What follows belongs to an exercise in optimizing a design on an open flow for small area, a short achievable clock period and few clock cycles per item; a production flow would make more cautious choices. No functional check of the RTL was part of this run.

**flow/config.mk**
```make
export PLATFORM = sky130hd
export DESIGN_NAME = dge_sha256
export DESIGN_NICKNAME = dge_sha256
export VERILOG_FILES = /design/flow/design.v
export SDC_FILE = /design/flow/constraint.sdc
export NUM_CORES = 4
export LEC_CHECK = 0
export CAP_MARGIN = 20
export CORE_MARGIN = 2
export CORE_UTILIZATION = 40
export SLEW_MARGIN = 20
```
**flow/constraint.sdc**
```tcl
create_clock -name core_clock -period 10.0 [get_ports {clk}]
set_input_delay 2.0000 -clock core_clock [delete_from_list [all_inputs] [get_ports {clk}]]
set_output_delay 2.0000 -clock core_clock [all_outputs]
set_load 0.01 [all_outputs]
```
**flow/design.v**
```verilog
module dge_sha256 (
    input  wire         clk,
    input  wire         rst,             
    input  wire         start,
    input  wire         resume,
    input  wire [255:0] resume_h,        
    input  wire [63:0]  resume_count,    
    input  wire         abort,
    input  wire         in_valid,
    output wire         in_ready,
    input  wire [63:0]  in_data,
    input  wire         in_last,
    input  wire [3:0]   in_nbytes,
    output wire         busy,
    output reg          done,
    output reg          err,
    output wire [255:0] digest
);
    integer i;
    reg         busy_r;
    reg         addc;        
    reg         init;        
    reg         kv;          
    reg  [5:0]  q;           
    reg  [3:0]  sp;          
    reg         ended;       
    reg         m80;         
    reg         lenhere;     
    reg         lastblk;     
    reg  [5:0]  off;         
    reg  [54:0] blk;         
    reg  [31:0] H [0:7];
    reg  [31:0] a, b, c, d, e, f, g, h;
    reg  [31:0] w [0:15];    
    reg  [31:0] kk;          
    reg [31:0] kq;
    always @(*) begin
        case (q)
            6'd0:  kq = 32'h428a2f98; 6'd1:  kq = 32'h71374491; 6'd2:  kq = 32'hb5c0fbcf; 6'd3:  kq = 32'he9b5dba5;
            6'd4:  kq = 32'h3956c25b; 6'd5:  kq = 32'h59f111f1; 6'd6:  kq = 32'h923f82a4; 6'd7:  kq = 32'hab1c5ed5;
            6'd8:  kq = 32'hd807aa98; 6'd9:  kq = 32'h12835b01; 6'd10: kq = 32'h243185be; 6'd11: kq = 32'h550c7dc3;
            6'd12: kq = 32'h72be5d74; 6'd13: kq = 32'h80deb1fe; 6'd14: kq = 32'h9bdc06a7; 6'd15: kq = 32'hc19bf174;
            6'd16: kq = 32'he49b69c1; 6'd17: kq = 32'hefbe4786; 6'd18: kq = 32'h0fc19dc6; 6'd19: kq = 32'h240ca1cc;
            6'd20: kq = 32'h2de92c6f; 6'd21: kq = 32'h4a7484aa; 6'd22: kq = 32'h5cb0a9dc; 6'd23: kq = 32'h76f988da;
            6'd24: kq = 32'h983e5152; 6'd25: kq = 32'ha831c66d; 6'd26: kq = 32'hb00327c8; 6'd27: kq = 32'hbf597fc7;
            6'd28: kq = 32'hc6e00bf3; 6'd29: kq = 32'hd5a79147; 6'd30: kq = 32'h06ca6351; 6'd31: kq = 32'h14292967;
            6'd32: kq = 32'h27b70a85; 6'd33: kq = 32'h2e1b2138; 6'd34: kq = 32'h4d2c6dfc; 6'd35: kq = 32'h53380d13;
            6'd36: kq = 32'h650a7354; 6'd37: kq = 32'h766a0abb; 6'd38: kq = 32'h81c2c92e; 6'd39: kq = 32'h92722c85;
            6'd40: kq = 32'ha2bfe8a1; 6'd41: kq = 32'ha81a664b; 6'd42: kq = 32'hc24b8b70; 6'd43: kq = 32'hc76c51a3;
            6'd44: kq = 32'hd192e819; 6'd45: kq = 32'hd6990624; 6'd46: kq = 32'hf40e3585; 6'd47: kq = 32'h106aa070;
            6'd48: kq = 32'h19a4c116; 6'd49: kq = 32'h1e376c08; 6'd50: kq = 32'h2748774c; 6'd51: kq = 32'h34b0bcb5;
            6'd52: kq = 32'h391c0cb3; 6'd53: kq = 32'h4ed8aa4a; 6'd54: kq = 32'h5b9cca4f; 6'd55: kq = 32'h682e6ff3;
            6'd56: kq = 32'h748f82ee; 6'd57: kq = 32'h78a5636f; 6'd58: kq = 32'h84c87814; 6'd59: kq = 32'h8cc70208;
            6'd60: kq = 32'h90befffa; 6'd61: kq = 32'ha4506ceb; 6'd62: kq = 32'hbef9a3f7; default: kq = 32'hc67178f2;
        endcase
    end
    function [31:0] bs0(input [31:0] x);
        bs0 = {x[1:0], x[31:2]} ^ {x[12:0], x[31:13]} ^ {x[21:0], x[31:22]};
    endfunction
    function [31:0] bs1(input [31:0] x);
        bs1 = {x[5:0], x[31:6]} ^ {x[10:0], x[31:11]} ^ {x[24:0], x[31:25]};
    endfunction
    function [31:0] ss0(input [31:0] x);
        ss0 = {x[6:0], x[31:7]} ^ {x[17:0], x[31:18]} ^ {3'b000, x[31:3]};
    endfunction
    function [31:0] ss1(input [31:0] x);
        ss1 = {x[16:0], x[31:17]} ^ {x[18:0], x[31:19]} ^ {10'b0, x[31:10]};
    endfunction
    function [63:0] csa(input [31:0] x, input [31:0] y, input [31:0] z);
        csa = {((x & y) | (x & z) | (y & z)) << 1, x ^ y ^ z};
    endfunction
    wire [31:0] s1 = bs1(e);
    wire [31:0] ch = (e & f) ^ (~e & g);
    wire [31:0] s0 = bs0(a);
    wire [31:0] mj = (a & b) ^ (a & c) ^ (b & c);
    wire [63:0] p  = csa(h, kk, w[15]);                  
    wire [63:0] pv = csa(p[31:0], p[63:32], d);          
    wire [63:0] ex = csa(pv[31:0], pv[63:32], s1);
    wire [63:0] ey = csa(ex[31:0], ex[63:32], ch);
    wire [63:0] at = csa(s1, ch, s0);
    wire [63:0] au = csa(p[31:0], p[63:32], mj);
    wire [63:0] ax = csa(at[31:0], at[63:32], au[31:0]);
    wire [63:0] ay = csa(ax[31:0], ax[63:32], au[63:32]);
    wire [31:0] e_n = ey[31:0] + ey[63:32];
    wire [31:0] a_n = ay[31:0] + ay[63:32];
    wire [63:0] sa = csa(ss1(w[14]), w[9], ss0(w[1]));
    wire [63:0] sb = csa(sa[31:0], sa[63:32], w[0]);
    wire [31:0] sched = sb[31:0] + sb[63:32];
    wire feed_slot = busy_r & (addc | (q != 6'd0) | ~kv);
    wire from_in   = ~q[5] & ~q[4] & ~ended;
    wire turn0     = (sp == 4'd0);
    assign in_ready = feed_slot & from_in & q[0] & turn0;
    wire bad_last  = in_ready & in_valid & in_last & (in_nbytes > 4'd8);
    wire feed_ok   = feed_slot & (~from_in | (turn0 & in_valid & ~bad_last));
    reg [31:0] bword;
    always @(*) begin
        for (i = 0; i < 4; i = i + 1) begin
            if (!in_last || ({q[0], 2'(i)} < in_nbytes))
                bword[31-8*i -: 8] = in_data[32*q[0] + 8*i +: 8];
            else if ({q[0], 2'(i)} == in_nbytes)
                bword[31-8*i -: 8] = 8'h80;
            else
                bword[31-8*i -: 8] = 8'h00;
        end
    end
    wire [63:0] len = {blk, off, 3'b000};
    wire [31:0] gen = (q[3:1] == 3'd7 && lenhere) ? (q[0] ? len[31:0] : len[63:32]) :
                      m80 ? 32'h80000000 : 32'd0;
    wire [31:0] newword = (q[5] | q[4]) ? sched : (ended ? gen : bword);
    wire [31:0] sum0 = H[0] + (init ? 32'd0 : a);
    wire [31:0] sum1 = H[1] + (init ? 32'd0 : b);
    wire [31:0] sum2 = H[2] + (init ? 32'd0 : c);
    wire [31:0] sum3 = H[3] + (init ? 32'd0 : d);
    wire [31:0] sum4 = H[4] + (init ? 32'd0 : e);
    wire [31:0] sum5 = H[5] + (init ? 32'd0 : f);
    wire [31:0] sum6 = H[6] + (init ? 32'd0 : g);
    wire [31:0] sum7 = H[7] + (init ? 32'd0 : h);
    wire [255:0] iv = {32'h6a09e667, 32'hbb67ae85, 32'h3c6ef372, 32'ha54ff53a,
                       32'h510e527f, 32'h9b05688c, 32'h1f83d9ab, 32'h5be0cd19};
    wire [255:0] rh;         
    genvar gi;
    generate
        for (gi = 0; gi < 32; gi = gi + 1) begin : g_rh
            assign rh[255-8*gi -: 8] = resume_h[8*gi +: 8];
        end
    endgenerate
    wire [255:0] sv = resume ? rh : iv;
    wire [255:0] h_cat = {H[0], H[1], H[2], H[3], H[4], H[5], H[6], H[7]};
    generate
        for (gi = 0; gi < 32; gi = gi + 1) begin : g_dig
            assign digest[8*gi +: 8] = h_cat[255-8*gi -: 8];
        end
    endgenerate
    assign busy = busy_r;
    wire go = ~busy_r & start & ~abort & ~rst;
    always @(posedge clk) begin
        kk <= kq;
        for (i = 0; i < 15; i = i + 1)
            w[i] <= w[i+1];
        w[15] <= feed_ok ? newword : w[0];
        if (addc) begin
            a <= sum0; b <= sum1; c <= sum2; d <= sum3;
            e <= sum4; f <= sum5; g <= sum6; h <= sum7;
        end else begin
            b <= a; c <= b; d <= c;
            f <= e; g <= f; h <= g;
            if (kv) begin
                a <= a_n; e <= e_n;
            end else begin
                a <= d; e <= h;
            end
        end
    end
    always @(posedge clk) begin
        if (go) begin
            {H[0], H[1], H[2], H[3], H[4], H[5], H[6], H[7]} <= sv;
        end else if (addc) begin
            H[0] <= sum0; H[1] <= sum1; H[2] <= sum2; H[3] <= sum3;
            H[4] <= sum4; H[5] <= sum5; H[6] <= sum6; H[7] <= sum7;
        end
    end
    always @(posedge clk) begin
        if (rst) begin
            busy_r <= 1'b0;
            done   <= 1'b0;
            err    <= 1'b0;
            addc   <= 1'b0;
            kv     <= 1'b0;
            sp     <= 4'd0;
        end else if (abort) begin
            busy_r <= 1'b0;
            done   <= 1'b0;
            err    <= 1'b0;
            addc   <= 1'b0;
            kv     <= 1'b0;
            sp     <= 4'd0;
        end else if (!busy_r) begin
            addc <= 1'b0;
            kv   <= 1'b0;
            sp   <= 4'd0;
            if (start) begin
                done <= 1'b0;
                err  <= 1'b0;
                if (resume && resume_count[5:0] != 6'd0) begin
                    done <= 1'b1;
                    err  <= 1'b1;
                end else begin
                    busy_r <= 1'b1;
                    addc   <= 1'b1;
                end
            end
        end else if (bad_last) begin
            busy_r <= 1'b0;
            done   <= 1'b1;
            err    <= 1'b1;
            addc   <= 1'b0;
            kv     <= 1'b0;
        end else begin
            kv   <= feed_ok;
            addc <= kv & (q == 6'd0) & ~addc;
            if (feed_slot && !feed_ok)
                sp <= sp + 4'd1;
            if (addc && lastblk) begin
                busy_r <= 1'b0;
                done   <= 1'b1;
                addc   <= 1'b0;
                kv     <= 1'b0;
            end
        end
    end
    always @(posedge clk) begin
        if (go) begin
            init    <= 1'b1;
            q       <= 6'd0;
            ended   <= 1'b0;
            m80     <= 1'b0;
            lenhere <= 1'b0;
            lastblk <= 1'b0;
            blk     <= resume ? resume_count[60:6] : 55'd0;
        end else begin
            if (addc)
                init <= 1'b0;
            if (feed_ok) begin
                q <= q + 6'd1;
                if (from_in) begin
                    if (q[0]) begin
                        if (q[3:1] == 3'd7 && (!in_last || in_nbytes[3]))
                            blk <= blk + 55'd1;
                        if (in_last) begin
                            ended   <= 1'b1;
                            off     <= {q[3:1], 3'b000} + {2'b00, in_nbytes};
                            m80     <= in_nbytes[3];
                            lenhere <= !(q[3:1] == 3'd6 && in_nbytes[3]);
                        end
                    end
                end else if (~q[5] & ~q[4]) begin
                    m80 <= 1'b0;
                    if (q[3:0] == 4'd15) begin
                        lenhere <= 1'b1;
                        if (lenhere)
                            lastblk <= 1'b1;
                    end
                end
            end
        end
    end
endmodule
```
**flow/run.sh**
```bash
#!/bin/bash
# synth_recipe.tcl (not shown) runs the flow's synth.tcl, then flattens the netlist and writes it again
# the make line also repeats each setting of config.mk as NAME=value (left out here)
make -C /OpenROAD-flow-scripts/flow DESIGN_CONFIG=/design/flow/config.mk WORK_HOME=/design/flow/orfs CLKGATE_MAP_FILE= SYNTH_SCRIPT=/design/flow/synth_recipe.tcl finish
```
==> impl_table.tex <==
\begin{tabular}{lr}
\hline
Metric & Value \\
\hline
\multicolumn{2}{l}{\textbf{Outcome}} \\
Run status & finished with violations \\
Layout Check Fails & antenna violations \\
\multicolumn{2}{l}{\textbf{Floorplanning}} \\
Starting density of the core & 40.23\% \\
Full die area & 0.1713 mm2 \\
Vertical die dimension & $\sim$410 um \\
Total number of placement rows & 150 \\
Area of the core & 0.1670 mm2 \\
Overall die width & between 400 and 500 um \\
\# IOs & 655 \\
\multicolumn{2}{l}{\textbf{Global routing}} \\
Overflow left after global routing & 0 \\
Overall routing resource usage & 30.27\% \\
Global-route wire length before repair & about 370 mm \\
Number of global-route vias before repair & 52770 \\
Pin count of the biggest net entering global routing & 134 \\
Initial antenna violation count & 20 \\
\multicolumn{2}{l}{\textbf{Cells and area}} \\
Fraction of layout instances using a drive strength above 1 & 6.622\% \\
Final non-filler cell total & 9739 \\
Post-layout nets & 8492 \\
Synth-to-Final Area Change & 19.53\% \\
Number of fillers in the final layout & 15680 \\
\multicolumn{2}{l}{\textbf{CTS}} \\
Post-CTS sizing & 0 \\
Insertion delay of the later-clocked pin in the worst-skew pair & 0.81 ns \\
Maximum root-to-sink buffer count & 3 \\
TritonCTS clock tree & yes \\
Hold-fix buffers, CTS & 0 \\
Setup Buffers After CTS & 0 \\
Number of levels in the clock H-tree & 4 \\
Clk slew on worst S/H paths & about 0.060 ns \\
Clock buffer count from CTS & 131 \\
Number of clock sinks seen by CTS & 1137 \\
Root Buffer & clkbuf\_16 \\
\multicolumn{2}{l}{\textbf{Yosys}} \\
Main area contributors after synthesis & dfxtp\_1, edfxtp\_1, fa\_1 \\
Post-synthesis share of cell area spent on full adders, half adders and majority gates & between 15 and 20\% \\
Area share of and/or/nand/nor cells after synthesis & about an eighth \\
Synth Warn \# & 3 \\
Leading area contributor after synthesis & dfxtp\_1 \\
Multiplexer share of the synthesized area & roughly 4.6\% \\
Synth Instances & 6916 \\
Portion of the post-synthesis area used by sequential elements & 38.60\% \\
Synth unique cells & 91 \\
Most numerous cell types in the synthesized netlist & dfxtp\_1, nand2\_1, a21oi\_1, inv\_1, xnor2\_1 \\
Proportion of register bits with asynchronous set or reset after synthesis & 0\% \\
Synthesized-area fraction occupied by xor and xnor cells & 8.160\% \\
Library cell with the highest instance count after synthesis & dfxtp\_1 \\
Post-synthesis sequential element count & 1137 \\
Dominant combinational cell family by area after synthesis & adder cells \\
Syn nets & 7996 \\
Synth top area share & 24.43\% \\
Post-synthesis instance area & 0.06719 mm2 \\
Number of enable flip-flop cells after synthesis & 317 \\
Compound-gate portion of the synthesized area & 15.20\% \\
Main flop type after synthesis & dfxtp\_1 \\
Mean cell area of the mapped netlist & just under 10 um2 \\
\multicolumn{2}{l}{\textbf{STA}} \\
Number of pins with negative max-slew slack in the final report & 0 \\
Finish-stage setup viols & 0 \\
Transition time at the pin with the least slew margin & $\sim$1.3 ns \\
Worst clock skew on the final layout & 0.08364 ns \\
Final period util & slightly above 60\% \\
Total count of hold-check failures in the final report & 0 \\
Setup repair after global routing missed its margin & no \\
Relative slew margins & 12.60\% \\
Maximum clock rate & $\sim$160 MHz \\
Final sum of negative setup slack & 0 ns \\
Min cycle time layout & just over 6 ns \\
\multicolumn{2}{l}{\textbf{Placed design}} \\
Total placed cells including tap cells & 9483 \\
\# port buffers & 651 \\
Detailed placer's ending HPWL & 210.9 mm \\
Final weighted congestion in routability-driven placement & 1.009 \\
\multicolumn{2}{l}{\textbf{Critical path}} \\
R2r setup slk & 3.81 ns \\
Critical Path Source & a[1] \\
Data arrival time of the critical path & 6.85 ns \\
Startpoint types & register \\
Worst setup EP type & register \\
WP depth & 22 \\
Startpoint of the worst-slack reg-to-reg timing path & a[1] \\
Reg-to-Reg End & a[30] \\
Standard cell with the maximum stage delay on the critical path & dfxtp\_1 \\
Highest cell delay on the worst timing path & approximately 0.75 ns \\
Critical Path, Cell by Cell & a21o\_1 -> o21ai\_0 -> fa\_1 -> inv\_1 -> fa\_1 -> inv\_1 -> fa\_1 -> inv\_1 -> ha\_1 -> inv\_1 -> fa\_1 -> nand2b\_1 -> a21oi\_1 -> a221o\_1 -> a21oi\_1 -> o21ai\_0 -> nand4\_1 -> nand2\_1 -> o31ai\_1 -> xnor2\_1 -> mux2i\_1 -> o21ai\_0 \\
Worst EP required & 10.66 ns \\
Crit path buf inv count & 4 \\
Reg2reg path depth & 22 \\
Cell class contributing the biggest share of worst-path delay & adder cells \\
Worst-path maximum fanout & 6 \\
Category of the critical setup timing path & reg2reg \\
\multicolumn{2}{l}{\textbf{Hold path}} \\
Worst Min Path Start & w[12][4] \\
Worst Hold Depth & 0 \\
Worst hold endpoint & w[11][4] \\
Hold WC Path Type & reg2reg \\
\multicolumn{2}{l}{\textbf{Route}} \\
Residual DRC & 0 \\
Vias & 54610 \\
Drt first pass iters & 6 \\
Total Wirelength & 265.3 mm \\
WL per Instance & 27.24 um \\
Starting DRC count in detailed routing & 5521 \\
Count of antenna-violating nets left after detailed routing & 1 \\
Via/cell ratio & around 5.6 \\
\multicolumn{2}{l}{\textbf{Run}} \\
Max-cap violation count & 0 \\
\hline
\end{tabular}
state kept, by name (all words and copies together) (netlist names), 4 cells and up:
signal / flops
e: 32
w: 512
c: 32
d: 32
b: 32
a: 32
off: 6
f: 32
blk: 55
q: 6
H: 256
sp: 4
g: 32
kk: 32
h: 32
final cells by class:
type	instances	area, um2	share of cell area [%]
multi-input cells	4966	38240	47.61
flip-flops and latches	1137	25960	32.32
repair buffers	707	7004	8.721
clock buffers	183	3739	4.655
well taps	2204	2758	3.434
inverters	469	1760	2.192
clock inverters	58	817.0	1.017
diodes	15	37.54	0.04674
layout by cell type (no fill, tap or decap), types with 200 or more instances in the layout:
cell type / Yosys / routed
a21o_1: 200 / 200
a21oi_1: 471 / 471
clkdlybuf4s50_1: 0 / 650
dfxtp_1: 820 / 813
edfxtp_1: 317 / 317
fa_1: 314 / 314
ha_1: 371 / 371
inv_1: 467 / 467
nand2_1: 501 / 500
nand3_1: 224 / 224
nor2_1: 379 / 378
nor2b_1: 313 / 313
o21ai_0: 363 / 361
xnor2_1: 446 / 446
logic make-up after synthesis:
family          Yosys count
simple gates           1740
compound gates         1630
flops                  1137
buf+inv                 813
fa+ha+maj               687
xor+xnor                626
mux                     283
per-stage QoR:
step | utilization (%) | hold WS, ns | area, um2 | setup WS [ns]
detailed placement | 45.33 | 0.3121 | 75720 | 3.888
floorplan | - | 0.3096 | 67190 | 0.8080
global placement | 45.33 | 0.3095 | 75720 | 3.901
CTS | 48.06 | 0.2941 | 80270 | 3.870
finish | 48.08 | 0.2995 | 80310 | 3.809
global route | 48.06 | 0.3054 | 80280 | 3.355
worst max-delay path by stage:
stage / endpoint / slack [ns]
after floorplan: H[0][0] / 0.81
after global placement: a[30] / 3.90
after detailed placement: a[30] / 3.89
after CTS: a[30] / 3.87
after global routing: a[30] / 3.36
final: a[30] / 3.81
metal layers:
layer | GRT usage, % | share of wire (%) | wire length, um
met5 | 0 | 0.0053 | 14
met1 | 41.94 | 44 | 116300
met2 | 47.22 | 45 | 118400
met4 | 12.66 | 4.5 | 11880
met3 | 4.284 | 7.0 | 18630

-- static timing again, ports no longer ideal --
How much do the figures lean on ideal ports? The routed layout below was timed once more, with nothing changed but the port constraints. Step 1: set_driving_cell puts a clkbuf_16 on clk and a buf_2 on each other input, an assumption about the parent block. Step 2, shift: input delay + t, output delay - t, t = (earliest + latest rising clock arrival at the registers) / 2. This alone moves slack from input paths to output paths. Three values: no drivers, after step 1, after step 2; two values: the first two.
t (ns): 0.859
setup slack, ns: 3.809 / 3.809 / 3.809
worst hold slack (ns): 0.300 / 0.300 / 0.300
worst slew at a driven data input, ns: 0.14
cell pins on the clock port's net: 1
For this run, drivers alone change the setup slack by 0.000 ns; drivers and shift together by 0.000 ns.
